What follows belongs to an exercise in optimizing a design on an open flow for small area and a short achievable clock period; a production flow would make more cautious choices.
RTL that was checked went through simulation tests only; none was proved equivalent to the original.
Power figures rest on the tool's default switching activity, not on a simulated workload.

## cvt_lane
module cvt_lane (
    input  wire        clk,
    input  wire        rst,
    input  wire        in_valid,
    input  wire [31:0] in_src,       
    input  wire [7:0]  in_e,         
    input  wire [3:0]  in_fmt,       
    input  wire [1:0]  in_rm,        
    input  wire        in_sat,       
    input  wire [23:0] in_u,         
    output reg         out_valid,
    output reg  [31:0] out_res,      
    output reg         out_invalid,
    output reg         out_overflow
);
Size in the first run: roughly 1600 cells after synthesis, about 220 flip-flops, roughly 110 I/O pins, ~11000 sq um of cells after synthesis.
Settings: LEC_CHECK=0, ABC_AREA=1, CAP_MARGIN=20, CORE_MARGIN=2, CORE_UTILIZATION=60, CTS_CLUSTER_DIAMETER=100, CTS_CLUSTER_SIZE=30, PLACE_DENSITY=0.75, SETUP_SLACK_MARGIN=0.5, SLEW_MARGIN=60; clock period 15.0 ns.
standard.sh (not shown) runs the stock make flow with config.mk's settings and CLKGATE_MAP_FILE= SYNTH_SCRIPT=/design/flow/synth_recipe.tcl, a recipe that flattens the netlist after the stock synthesis.
==> flow/flow/run.sh <==
#!/bin/bash
# Own flow: the standard layout, with one change to synthesis: the
# combinational logic is mapped by flow/abc_area.script (a delay-targeted
# map with area recovery, then ABC's buffering and sizing) and Yosys's
# full/half-adder extraction is skipped.  Registers, their names and their
# cells are exactly as in the standard synthesis.  Every input port gets a
# buf_1 buffer and every output port a buf_2 (the standard flow puts
# clkdlybuf4s50_1 on both).
set -euo pipefail
W=$PWD
rm -rf "$W/scripts_own"
cp -r "$FLOW_HOME/scripts" "$W/scripts_own"
sed -i -e 's/^  extract_fa .*$/  # extract_fa skipped/' \
       -e 's/^  techmap -map \$::env(ADDER_MAP_FILE)$/  # adder map skipped/' \
       "$W/scripts_own/synth.tcl"
grep -q "extract_fa skipped" "$W/scripts_own/synth.tcl"
cp "$W/flow/abc_area.script" "$W/scripts_own/abc_area.script"
# port buffers: buf_1 on the inputs, buf_2 on the outputs
sed -i 's/^    buffer_ports {\*}\[env_var_or_empty BUFFER_PORTS_ARGS\]$/    buffer_ports -inputs -buffer_cell sky130_fd_sc_hd__buf_1\n    buffer_ports -outputs -buffer_cell sky130_fd_sc_hd__buf_2/' \
    "$W/scripts_own/global_place.tcl"
grep -q "buffer_ports -outputs" "$W/scripts_own/global_place.tcl"
bash "$W/standard.sh" SCRIPTS_DIR="$W/scripts_own" finish > "$W/standard.log" 2>&1
==> flow/flow/abc_area.script <==
strash
dch
map -D 2400
topo
stime -c
buffer -c
upsize -c
dnsize -c
The first run ran to the end with no violations.
==> next run, changes <==
--- a/flow/design.v
+++ b/flow/design.v
@@ -88,24 +88,24 @@
                 ({9{i_h_1}}  & 9'd126) | ({9{i_bf_1}} & 9'd17)  | ({9{i_sp_1}} & 9'd1);
         nn1   = ({5{i_e5_1}} & 5'd21)  | ({5{i_e4_1}} & 5'd20)  | ({5{i_h_1}}  & 5'd13) |
                 ({5{i_bf_1}} & 5'd16);
         Ymax1 = ({9{i_e5_1 | i_h_1}} & 9'd142) | ({9{i_e4_1}} & 9'd135) |
                 ({9{i_bf_1 | i_sp_1}} & 9'd254);
         Ymin1 = ({9{i_e5_1 | i_h_1}} & 9'd113) | ({9{i_e4_1}} & 9'd121) |
                 ({9{i_bf_1 | i_sp_1}} & 9'd1);
     end
     wire signed [10:0] nsub32 = add11({2'd0, C1} + 11'd32, ~X1, ~Ez1);
     wire        [6:0]  nnrm32 = {2'd0, nn1} + 7'd32 - {2'd0, lzf1} - {6'd0, Ez1};
     wire signed [10:0] Y1     = add11(X1, ~{6'd0, lzf1}, 1'b1);           
-    wire signed [10:0] Xm1    = add11(X1, ~{2'd0, Ymin1}, 1'b1);
-    wire               normal1 = ~i_int1 & ~zero1 & ~Xm1[10] & ((|Xm1[9:5]) | (Xm1[4:0] >= lzf1));
+    wire               normal1 = ~i_int1 & ~zero1 & (Ez1 ? (Y1 >= $signed({2'd0, Ymin1}))
+                                                         : (X1 >= $signed({2'd0, Ymin1})));
     wire        [6:0]  shs1   = nsub32[10] ? 7'd0 : (|nsub32[9:7]) ? 7'd127 : nsub32[6:0];
     wire        [6:0]  sh1    = normal1 ? nnrm32 : shs1;
     wire               yeq1    = ~Ez1 & (X1 == $signed({2'd0, Ymax1}));
     wire               fbig1   = ~Ez1 & ((X1 > $signed({2'd0, Ymax1})) | (i_e4_1 & yeq1 & (&F1[22:20])));
     wire               ibig1   = (nsub32 <= 11'sd23);
     wire               spec1   = nan1 | inf1;
     reg [23:0] Mx1;
     reg [7:0]  efx1;
     always @(*) begin
         if (i_int1) begin
             Mx1  = 24'd0;
- power shrinks by 4.6%
- hold slack is worse by 0.011 ns
- synthesized cell count grows by 0.50%
- global-route usage grows by 0.84 points
- maximum frequency shrinks by 0.57%
No functional check of the RTL was part of the second run of this note.

-- re-timing with driven ports --
No port has a modelled driver above. Below, the same layouts with a new extraction and two added sets of constraints. Step 1 sets driving cells, clkbuf_16 on the clock port and buf_2 on the other inputs (assumed; they add their load-dependent delay and slew). Step 2 also shifts input and output timing later by t, the mid clock arrival at the registers, as if the neighbouring blocks saw the same clock. Slacks: no drivers / after step 1 / after step 2; pairs: no drivers / after step 1.
run | t (ns) | slack for setup (ns) | worst data-port slew with drivers (ns) | cell pins on the clock port's net
the first run | 0.510 | 11.083 / 11.041 / 11.308 | 0.05 | 1
the second run | 0.514 | 11.061 / 11.014 / 11.134 | 0.04 | 1
After both steps setup and hold are still met in every run listed.
